This is an optimization exercise on Yosys and OpenROAD, whose aim is small area, a short achievable clock period and few clock cycles per item, not a production implementation.
The RTL was checked by simulation tests, not by an equivalence proof against the original design.

== alpha ==
Design loop_engine, start of the top module:
module loop_engine (
    input  wire        clk,
    input  wire        rst,
    input  wire        req_valid,
    output wire        req_ready,
    input  wire [2:0]  req_ch,
    input  wire        req_arm,
    input  wire        req_fired,
    input  wire [2:0]  req_func,
    input  wire [17:0] req_v,
    input  wire [17:0] req_i,
    input  wire [15:0] req_kff,
    input  wire [15:0] req_kp,
    input  wire [15:0] req_ki,
    input  wire [15:0] req_kpc,
    input  wire [15:0] req_kic,
    input  wire [17:0] req_vset,
    input  wire [17:0] req_iset,
    input  wire [15:0] req_z,
    input  wire [15:0] req_gcr,
    input  wire [17:0] req_pset,
    input  wire [16:0] req_vfloor,
    input  wire [15:0] req_gfl,
    input  wire [17:0] req_ihi,
    input  wire [17:0] req_ilo,
    input  wire [17:0] req_vhi,
    input  wire [17:0] req_vlo,
    output reg         resp_valid,
    output reg  [2:0]  resp_ch,
    output reg  [17:0] resp_code,
    output reg  [1:0]  resp_compl,
    output reg         resp_event,
    output reg         resp_clip
);
clock: 26.0 ns
lec_check: 0
abc_area: 1
cap_margin: 55
core_margin: 2
core_utilization: 55
place_density: 0.7
slew_margin: 55
synth_hierarchical: 1
standard.sh (not shown) runs the stock make flow with config.mk's settings and CLKGATE_MAP_FILE= SYNTH_SCRIPT=/design/flow/synth_recipe.tcl, a recipe that flattens the netlist after the stock synthesis.
==> flow/flow/run.sh <==
#!/bin/bash
# The standard layout, with every input and output port buffered by a
# sky130_fd_sc_hd__buf_4 cell instead of the cell buffer_ports picks itself.
set -euo pipefail
export BUFFER_PORTS_ARGS="-buffer_cell sky130_fd_sc_hd__buf_4"
bash standard.sh > standard.log 2>&1
The final layout from alpha, which completed every stage, passed the timing, design-rule and antenna checks at the end of the flow.
Testbench counts of alpha, summed over its fixed seeds: cycles 12,912, items 12,800.
For beta, these inputs were changed with respect to alpha:
--- a/flow/design.v
+++ b/flow/design.v
@@ -396,30 +396,26 @@
         e_hp    <= d_hp;
         e_hn    <= d_hn;
     end
     localparam signed [35:0] MONE = -36'sd16777216;
     localparam signed [35:0] UMAX = 36'sd16777088;
     reg signed [32:0] integ_q [0:7];
     reg signed [25:0] u_q     [0:7];
     reg        [1:0]  sat_q   [0:7];    
     wire signed [35:0] e_F  = $signed(e_ff) + $signed(e_kp);
     wire signed [35:0] e_K  = $signed(e_ki);
     wire signed [35:0] e_o1 = e_rb ? ($signed(e_ki) - $signed(e_ff) - $signed(e_kp)) : e_K;
     wire signed [35:0] e_o2 = e_rb ? e_K : ($signed(e_ff) + $signed(e_kp) + $signed(e_ki));
-    wire e_fupos = (e_F > 36'sd0);                   
-    wire e_fuun  = (e_F < -36'sd33554304);           
-    wire e_fmov  = (e_F > 36'sd33554304);            
-    wire e_fmneg = e_F[35];                          
-    wire [25:0] e_fu = e_F[25:0] + UMAX[25:0];
-    wire [25:0] e_fm = {e_F[25:24] - 2'd1, e_F[23:0]};
+    wire signed [35:0] e_fu = $signed(e_ff) + $signed(e_kp) + UMAX;
+    wire signed [35:0] e_fm = $signed(e_ff) + $signed(e_kp) + MONE;
     reg        f_val;
     reg [2:0]  f_ch;
     reg        f_arm;
     reg [1:0]  f_kind;
     reg [1:0]  f_compl;
     reg        f_event, f_clip;
     reg [35:0] f_o1, f_o2, f_o3;
     reg        f_rb, f_hp, f_hn;
     reg [25:0] f_utov, f_utun;
     reg [1:0]  f_stov, f_stun;
     reg [32:0] f_integ;     
     reg [25:0] f_u;
@@ -434,28 +430,28 @@
         f_ch    <= e_ch;
         f_arm   <= e_arm;
         f_kind  <= e_kind;
         f_compl <= e_compl;
         f_event <= e_event;
         f_clip  <= e_clip;
         f_o1    <= e_o1;
         f_o2    <= e_o2;
         f_o3    <= e_rb ? ~e_F : e_F;
         f_rb    <= e_rb;
         f_hp    <= e_hp;
         f_hn    <= e_hn;
-        f_utov  <= e_fupos ? UMAX[25:0] : e_fuun ? MONE[25:0] : e_fu;
-        f_stov  <= e_fupos ? 2'd1 : e_fuun ? 2'd2 : 2'd0;
-        f_utun  <= e_fmov ? UMAX[25:0] : e_fmneg ? MONE[25:0] : e_fm;
-        f_stun  <= e_fmov ? 2'd1 : e_fmneg ? 2'd2 : 2'd0;
+        f_utov  <= (e_fu > UMAX) ? UMAX[25:0] : (e_fu < MONE) ? MONE[25:0] : e_fu[25:0];
+        f_stov  <= (e_fu > UMAX) ? 2'd1 : (e_fu < MONE) ? 2'd2 : 2'd0;
+        f_utun  <= (e_fm > UMAX) ? UMAX[25:0] : (e_fm < MONE) ? MONE[25:0] : e_fm[25:0];
+        f_stun  <= (e_fm > UMAX) ? 2'd1 : (e_fm < MONE) ? 2'd2 : 2'd0;
         f_integ <= e_arm ? 33'd0 : integ_q[e_ch];
         f_u     <= e_arm ? 26'd0 : u_q[e_ch];
         f_sat   <= e_arm ? 2'd0 : sat_q[e_ch];
         f_byp   <= !e_arm && f_wr && (f_ch == e_ch);
     end
     reg        g_val;
     reg [2:0]  g_ch;
     reg [1:0]  g_compl;
     reg        g_event, g_clip, g_off;
     reg [32:0] g_integ;
     reg [25:0] g_u;
     reg [1:0]  g_sat;
[summary]
- beta vs. alpha: via count went up by 1.4%.
- Between beta and alpha, it is beta whose synthesized cell count is higher, by 1.4%.
- Number of cells in the design after placement up 349 in beta wrt alpha
- beta ends up with a area of the core region that is 0.84% higher than in alpha.
- Lower number of buffers inserted during clock tree synthesis was reported by beta, not alpha.
- In beta, count of clock-buffer cells in the layout is higher than in alpha.
- Sort alpha and beta by synthesized area, ascending, and alpha comes first.
- The run showing the greater post-route clock period utilization is beta.
- Layout-stage area growth over the synthesis result down 0.29 points in beta wrt alpha
- alpha → beta: initial DRC count grew by about 7%; post-layout instance area grew by about 0.5%.
- Detailed-route wire length per cell, alpha and beta: smaller value in beta
Testbench counts of beta, summed over its fixed seeds: cycles 12,912, items 12,800.

re-timing with driven ports:
Ports are ideal in the flow. The routed layouts listed here were re-timed in OpenROAD.
Step 1 (the two cells are an assumption about what drives the block):
set clk [get_ports {clk}]
set_driving_cell -lib_cell sky130_fd_sc_hd__clkbuf_16 $clk
set_driving_cell -lib_cell sky130_fd_sc_hd__buf_2 [delete_from_list [all_inputs] $clk]
Step 2 moves the port delays by t, midway between the first and last clock arrival at a register: inputs arrive t later, outputs are due t later. That takes back most of the time a late clock gives input paths.
Three values: no drivers, after step 1, after step 2; two values: the first two.
run	t (ns)	setup WS [ns]	clock arrival spread, ns	slew at the worst register clock pin (ns)
alpha	1.036	19.390 / 19.284 / 19.407	0.091 / 0.091	0.08 / 0.08
beta	1.043	19.273 / 19.151 / 19.471	0.075 / 0.076	0.08 / 0.08
After both steps setup and hold are still met in every run listed.
